This is an optimization exercise on Yosys and OpenROAD, whose aim is small area, not a production implementation. Where RTL was checked, it was by simulation tests only, not by an equivalence proof against the original.

Design ecc_dec, start of the top module:
module ecc_dec (
    input  wire         clk,
    input  wire         rst,
    input  wire         in_valid,
    input  wire [639:0] line_in,
    input  wire [45:0]  addr,
    output reg          out_valid,
    output reg  [511:0] data_out,
    output reg          err,
    output reg  [2:0]   kind,
    output reg  [3:0]   device,
    output reg  [7:0]   syn0,
    output reg  [7:0]   syn1,
    output reg  [7:0]   swmask
);
    function [7:0] xtime;
        input [7:0] b;
        xtime = {b[6:0], 1'b0} ^ (b[7] ? 8'h1D : 8'h00);
    endfunction
    wire [63:0] ad = {18'd0, addr};
    reg [63:0]  s0, s1;
    reg [7:0]   acc, u;
    reg [79:0]  z;          
    reg [7:0]   clean;
    reg [9:0]   rest_name;  
    reg [9:0]   dc_c;
    reg         mark0, mk_c;
    reg [7:0]   syn1_c;
    reg         found;
    reg [511:0] data_c;
    integer j, k;
    always @(*) begin
        for (j = 0; j < 8; j = j + 1) begin
            s0[8*j +: 8] = ad[8*j +: 8];
            acc = 8'h00;
            for (k = 9; k >= 0; k = k - 1) begin
                s0[8*j +: 8] = s0[8*j +: 8] ^ line_in[8*(10*j+k) +: 8];
                acc = xtime(acc) ^ line_in[8*(10*j+k) +: 8];
            end
            s1[8*j +: 8] = acc;
            clean[j] = ~|{s0[8*j +: 8], s1[8*j +: 8]};
            u = s0[8*j +: 8];
            for (k = 0; k < 10; k = k + 1) begin
                z[10*j+k] = ~|(s1[8*j +: 8] ^ u);
                u = xtime(u);
            end
            for (k = 0; k < 8; k = k + 1)
  ...
==> module ecc_dec, before the edit <==
module ecc_dec (
    input  wire         clk,
    input  wire         rst,
    input  wire         in_valid,
    input  wire [639:0] line_in,
    input  wire [45:0]  addr,
    output reg          out_valid,
    output reg  [511:0] data_out,
    output reg          err,
    output reg  [2:0]   kind,
    output reg  [3:0]   device,
    output reg  [7:0]   syn0,
    output reg  [7:0]   syn1,
    output reg  [7:0]   swmask
);
    function [7:0] xtime;
        input [7:0] b;
        xtime = {b[6:0], 1'b0} ^ (b[7] ? 8'h1D : 8'h00);
    endfunction
    wire [63:0] ad = {18'd0, addr};
    reg [63:0]  s0, s1;
    reg [7:0]   acc, u;
    reg [79:0]  z;          
    reg [7:0]   clean;
    reg [9:0]   rest_name;  
    reg [9:0]   dc_c;
    reg         mark0, mk_c;
    reg [7:0]   syn1_c;
    reg         found;
    reg [511:0] data_c;
    integer j, k;
    always @(*) begin
        for (j = 0; j < 8; j = j + 1) begin
            s0[8*j +: 8] = ad[8*j +: 8];
            acc = 8'h00;
            for (k = 9; k >= 0; k = k - 1) begin
                s0[8*j +: 8] = s0[8*j +: 8] ^ line_in[8*(10*j+k) +: 8];
                acc = xtime(acc) ^ line_in[8*(10*j+k) +: 8];
            end
            s1[8*j +: 8] = acc;
            clean[j] = ~|{s0[8*j +: 8], s1[8*j +: 8]};
            u = s0[8*j +: 8];
            for (k = 0; k < 10; k = k + 1) begin
                z[10*j+k] = ~|(s1[8*j +: 8] ^ u);
                u = xtime(u);
            end
            for (k = 0; k < 8; k = k + 1)
                data_c[8*(8*j+k) +: 8] = line_in[8*(10*j+k) +: 8];
        end
        mark0 = (s0[7:0] == 8'h00) && (s1[7:0] >= 8'd1) && (s1[7:0] <= 8'd5);
        for (k = 0; k < 10; k = k + 1) begin
            rest_name[k] = 1'b1;
            for (j = 1; j < 8; j = j + 1)
                rest_name[k] = rest_name[k] & z[10*j+k];
            dc_c[k] = rest_name[k] & (z[k] | mark0);
        end
        mk_c = mark0 && (|rest_name);
        syn1_c = 8'h00;
        found  = 1'b0;
        for (j = 0; j < 8; j = j + 1) begin
            if (!found) syn1_c = s1[8*j +: 8];
            found = found | !clean[j];
        end
    end
    reg [511:0] data_r;
    reg [63:0]  s0_r;
    reg [9:0]   dc_r;
    reg         mk_r;
    reg [7:0]   swmask_r, syn1_r;
    always @(posedge clk) begin
        if (rst) out_valid <= 1'b0;
        else     out_valid <= in_valid;
        data_r   <= data_c;
        s0_r     <= s0;
        dc_r     <= dc_c;
        mk_r     <= mk_c;
        swmask_r <= ~clean;
        syn1_r   <= syn1_c;
    end
    reg       found_r;
    reg [3:0] dev_enc;
    always @(*) begin
        for (j = 0; j < 8; j = j + 1)
            for (k = 0; k < 8; k = k + 1)
                data_out[8*(8*j+k) +: 8] = data_r[8*(8*j+k) +: 8] ^ (dc_r[k] ? s0_r[8*j +: 8] : 8'h00);
        err = |swmask_r;
        dev_enc = 4'd0;
        for (k = 0; k < 10; k = k + 1)
            if (dc_r[k]) dev_enc = dev_enc | k[3:0];
        device = (err && !mk_r) ? dev_enc : 4'd0;
        if (mk_r)                    kind = syn1_r[2:0] + 3'd1;
        else if (err && ~|dc_r)      kind = 3'd1;
        else                         kind = 3'd0;
        syn0    = 8'h00;
        found_r = 1'b0;
        for (j = 0; j < 8; j = j + 1) begin
            if (!found_r) syn0 = s0_r[8*j +: 8];
            found_r = found_r | swmask_r[j];
        end
        syn1   = syn1_r;
        swmask = swmask_r;
    end
endmodule
==> flow/config.mk <==
export PLATFORM = sky130hd
export DESIGN_NAME = ecc_dec
export DESIGN_NICKNAME = ecc_dec
export VERILOG_FILES = /design/flow/design.v
export SDC_FILE = /design/flow/constraint.sdc
export NUM_CORES = 4
export LEC_CHECK = 0
export CAP_MARGIN = 20
export CORE_AREA = 2 2 348 348
export DIE_AREA = 0 0 350 350
export PLACE_DENSITY = 0.6
export SLEW_MARGIN = 20
==> flow/constraint.sdc <==
create_clock -name core_clock -period 6.0 [get_ports {clk}]
set_input_delay 1.2000 -clock core_clock [delete_from_list [all_inputs] [get_ports {clk}]]
set_output_delay 1.2000 -clock core_clock [all_outputs]
set_load 0.01 [all_outputs]
standard.sh (not shown) runs the stock make flow with config.mk's settings and CLKGATE_MAP_FILE= SYNTH_SCRIPT=/design/flow/synth_recipe.tcl, a recipe that flattens the netlist after the stock synthesis.
==> flow/flow/run.sh <==
#!/bin/bash
# Standard layout with two changes: the port buffers are buf_1 cells (the
# resizer upsizes those on critical paths), and the 3-input xor/xnor cells
# are left out (two 2-input cells are smaller).
export BUFFER_PORTS_ARGS="-buffer_cell sky130_fd_sc_hd__buf_1"
bash standard.sh "DONT_USE_CELLS=sky130_fd_sc_hd__probe_p_8 sky130_fd_sc_hd__probec_p_8 sky130_fd_sc_hd__lpflow_bleeder_1 sky130_fd_sc_hd__lpflow_clkbufkapwr_1 sky130_fd_sc_hd__lpflow_clkbufkapwr_16 sky130_fd_sc_hd__lpflow_clkbufkapwr_2 sky130_fd_sc_hd__lpflow_clkbufkapwr_4 sky130_fd_sc_hd__lpflow_clkbufkapwr_8 sky130_fd_sc_hd__lpflow_clkinvkapwr_1 sky130_fd_sc_hd__lpflow_clkinvkapwr_16 sky130_fd_sc_hd__lpflow_clkinvkapwr_2 sky130_fd_sc_hd__lpflow_clkinvkapwr_4 sky130_fd_sc_hd__lpflow_clkinvkapwr_8 sky130_fd_sc_hd__lpflow_decapkapwr_12 sky130_fd_sc_hd__lpflow_decapkapwr_3 sky130_fd_sc_hd__lpflow_decapkapwr_4 sky130_fd_sc_hd__lpflow_decapkapwr_6 sky130_fd_sc_hd__lpflow_decapkapwr_8 sky130_fd_sc_hd__lpflow_inputiso0n_1 sky130_fd_sc_hd__lpflow_inputiso0p_1 sky130_fd_sc_hd__lpflow_inputiso1n_1 sky130_fd_sc_hd__lpflow_inputiso1p_1 sky130_fd_sc_hd__lpflow_inputisolatch_1 sky130_fd_sc_hd__lpflow_isobufsrc_1 sky130_fd_sc_hd__lpflow_isobufsrc_16 sky130_fd_sc_hd__lpflow_isobufsrc_2 sky130_fd_sc_hd__lpflow_isobufsrc_4 sky130_fd_sc_hd__lpflow_isobufsrc_8 sky130_fd_sc_hd__lpflow_isobufsrckapwr_16 sky130_fd_sc_hd__lpflow_lsbuf_lh_hl_isowell_tap_1 sky130_fd_sc_hd__lpflow_lsbuf_lh_hl_isowell_tap_2 sky130_fd_sc_hd__lpflow_lsbuf_lh_hl_isowell_tap_4 sky130_fd_sc_hd__lpflow_lsbuf_lh_isowell_4 sky130_fd_sc_hd__lpflow_lsbuf_lh_isowell_tap_1 sky130_fd_sc_hd__lpflow_lsbuf_lh_isowell_tap_2 sky130_fd_sc_hd__lpflow_lsbuf_lh_isowell_tap_4 sky130_fd_sc_hd__xor3_1 sky130_fd_sc_hd__xor3_2 sky130_fd_sc_hd__xor3_4 sky130_fd_sc_hd__xnor3_1 sky130_fd_sc_hd__xnor3_2 sky130_fd_sc_hd__xnor3_4" finish > standard.log 2>&1
The first run finished clean.
Then changed:
--- a/flow/design.v
+++ b/flow/design.v
@@ -21,9 +21,11 @@
     reg [63:0]  s0, s1;
     reg [7:0]   acc, u;
-    reg [79:0]  z;          
+    reg [79:0]  nz;         
     reg [7:0]   clean;
     reg [9:0]   rest_name;  
-    reg [9:0]   dc_c;
-    reg         mark0, mk_c;
+    reg [9:0]   all_name;   
+    reg         all_clean, is_ce, mark0, is_mark;
+    reg [3:0]   ce_dev, rest_dev, cdev_c;
+    reg [2:0]   kind_c;
     reg [7:0]   syn1_c;
     reg         found;
@@ -42,5 +44,5 @@
             u = s0[8*j +: 8];
             for (k = 0; k < 10; k = k + 1) begin
-                z[10*j+k] = ~|(s1[8*j +: 8] ^ u);
+                nz[10*j+k] = |(s1[8*j +: 8] ^ u);
                 u = xtime(u);
             end
@@ -48,12 +50,24 @@
                 data_c[8*(8*j+k) +: 8] = line_in[8*(10*j+k) +: 8];
         end
-        mark0 = (s0[7:0] == 8'h00) && (s1[7:0] >= 8'd1) && (s1[7:0] <= 8'd5);
         for (k = 0; k < 10; k = k + 1) begin
             rest_name[k] = 1'b1;
             for (j = 1; j < 8; j = j + 1)
-                rest_name[k] = rest_name[k] & z[10*j+k];
-            dc_c[k] = rest_name[k] & (z[k] | mark0);
+                rest_name[k] = rest_name[k] & ~nz[10*j+k];
+            all_name[k] = rest_name[k] & ~nz[k];
         end
-        mk_c = mark0 && (|rest_name);
+        all_clean = &clean;
+        is_ce     = !all_clean && (|all_name);
+        mark0     = (s0[7:0] == 8'h00) && (s1[7:0] >= 8'd1) && (s1[7:0] <= 8'd5);
+        is_mark   = mark0 && (|rest_name);
+        ce_dev   = 4'd0;
+        rest_dev = 4'd0;
+        for (k = 0; k < 10; k = k + 1) begin
+            if (all_name[k])  ce_dev   = ce_dev   | k[3:0];
+            if (rest_name[k]) rest_dev = rest_dev | k[3:0];
+        end
+        cdev_c = is_ce ? ce_dev : rest_dev;
+        if (all_clean || is_ce) kind_c = 3'd0;
+        else if (is_mark)       kind_c = s1[2:0] + 3'd1;
+        else                    kind_c = 3'd1;
         syn1_c = 8'h00;
         found  = 1'b0;
@@ -65,6 +79,6 @@
     reg [511:0] data_r;
     reg [63:0]  s0_r;
-    reg [9:0]   dc_r;
-    reg         mk_r;
+    reg [3:0]   cdev_r;    
+    reg [2:0]   kind_r;
     reg [7:0]   swmask_r, syn1_r;
     always @(posedge clk) begin
@@ -73,23 +87,22 @@
         data_r   <= data_c;
         s0_r     <= s0;
-        dc_r     <= dc_c;
-        mk_r     <= mk_c;
+        cdev_r   <= cdev_c;
+        kind_r   <= kind_c;
         swmask_r <= ~clean;
         syn1_r   <= syn1_c;
     end
-    reg       found_r;
-    reg [3:0] dev_enc;
+    reg       fix, ce_r, found_r;
+    reg [7:0] en;
     always @(*) begin
+        fix = (kind_r != 3'd1);                
+        for (k = 0; k < 8; k = k + 1)
+            en[k] = fix && (cdev_r == k);
         for (j = 0; j < 8; j = j + 1)
             for (k = 0; k < 8; k = k + 1)
-                data_out[8*(8*j+k) +: 8] = data_r[8*(8*j+k) +: 8] ^ (dc_r[k] ? s0_r[8*j +: 8] : 8'h00);
-        err = |swmask_r;
-        dev_enc = 4'd0;
-        for (k = 0; k < 10; k = k + 1)
-            if (dc_r[k]) dev_enc = dev_enc | k[3:0];
-        device = (err && !mk_r) ? dev_enc : 4'd0;
-        if (mk_r)                    kind = syn1_r[2:0] + 3'd1;
-        else if (err && ~|dc_r)      kind = 3'd1;
-        else                         kind = 3'd0;
+                data_out[8*(8*j+k) +: 8] = data_r[8*(8*j+k) +: 8] ^ (en[k] ? s0_r[8*j +: 8] : 8'h00);
+        err    = |swmask_r;
+        ce_r   = err && (kind_r == 3'd0);
+        device = ce_r ? cdev_r : 4'd0;
+        kind   = kind_r;
         syn0    = 8'h00;
         found_r = 1'b0;
Result:
- critical path depth goes up by 10
- synthesized area rises by 4.6%
- maximum frequency fell by 4.9%
- core utilization is higher by 5.0 points
- worst setup slack got worse by 0.28 ns
- hold slack is worse by 0.012 ns
- global-route usage went up by 4.7 points
- wire length increases by 13%
- via count rose by about 9%
The RTL of the second run of this note was laid out without a check of its function.

## afterwards: timing with drivers on the ports
Ports are ideal in the flow. The routed layouts listed here were re-timed in OpenROAD.
Step 1 assumes that a clkbuf_16 drives the clock port and a buf_2 every other input.
Step 2 also shifts input and output timing later by t, the mid clock arrival at the registers, as if the neighbouring blocks saw the same clock.
Three values: ideal, step 1, step 2; two values: the first two.
run | shift t [ns] | slack for setup (ns) | clock arrival spread, ns
the first run | 0.751 | 0.496 / 0.414 / -0.116 | 0.040 / 0.040
the second run | 0.760 | 0.213 / 0.161 / -0.599 | 0.046 / 0.046
Met with ideal ports but missed after step 2: setup timing in the first run and the second run. The setup slack of the second run, which loses most, moves by -0.052 ns with the drivers and by -0.812 ns with both steps.
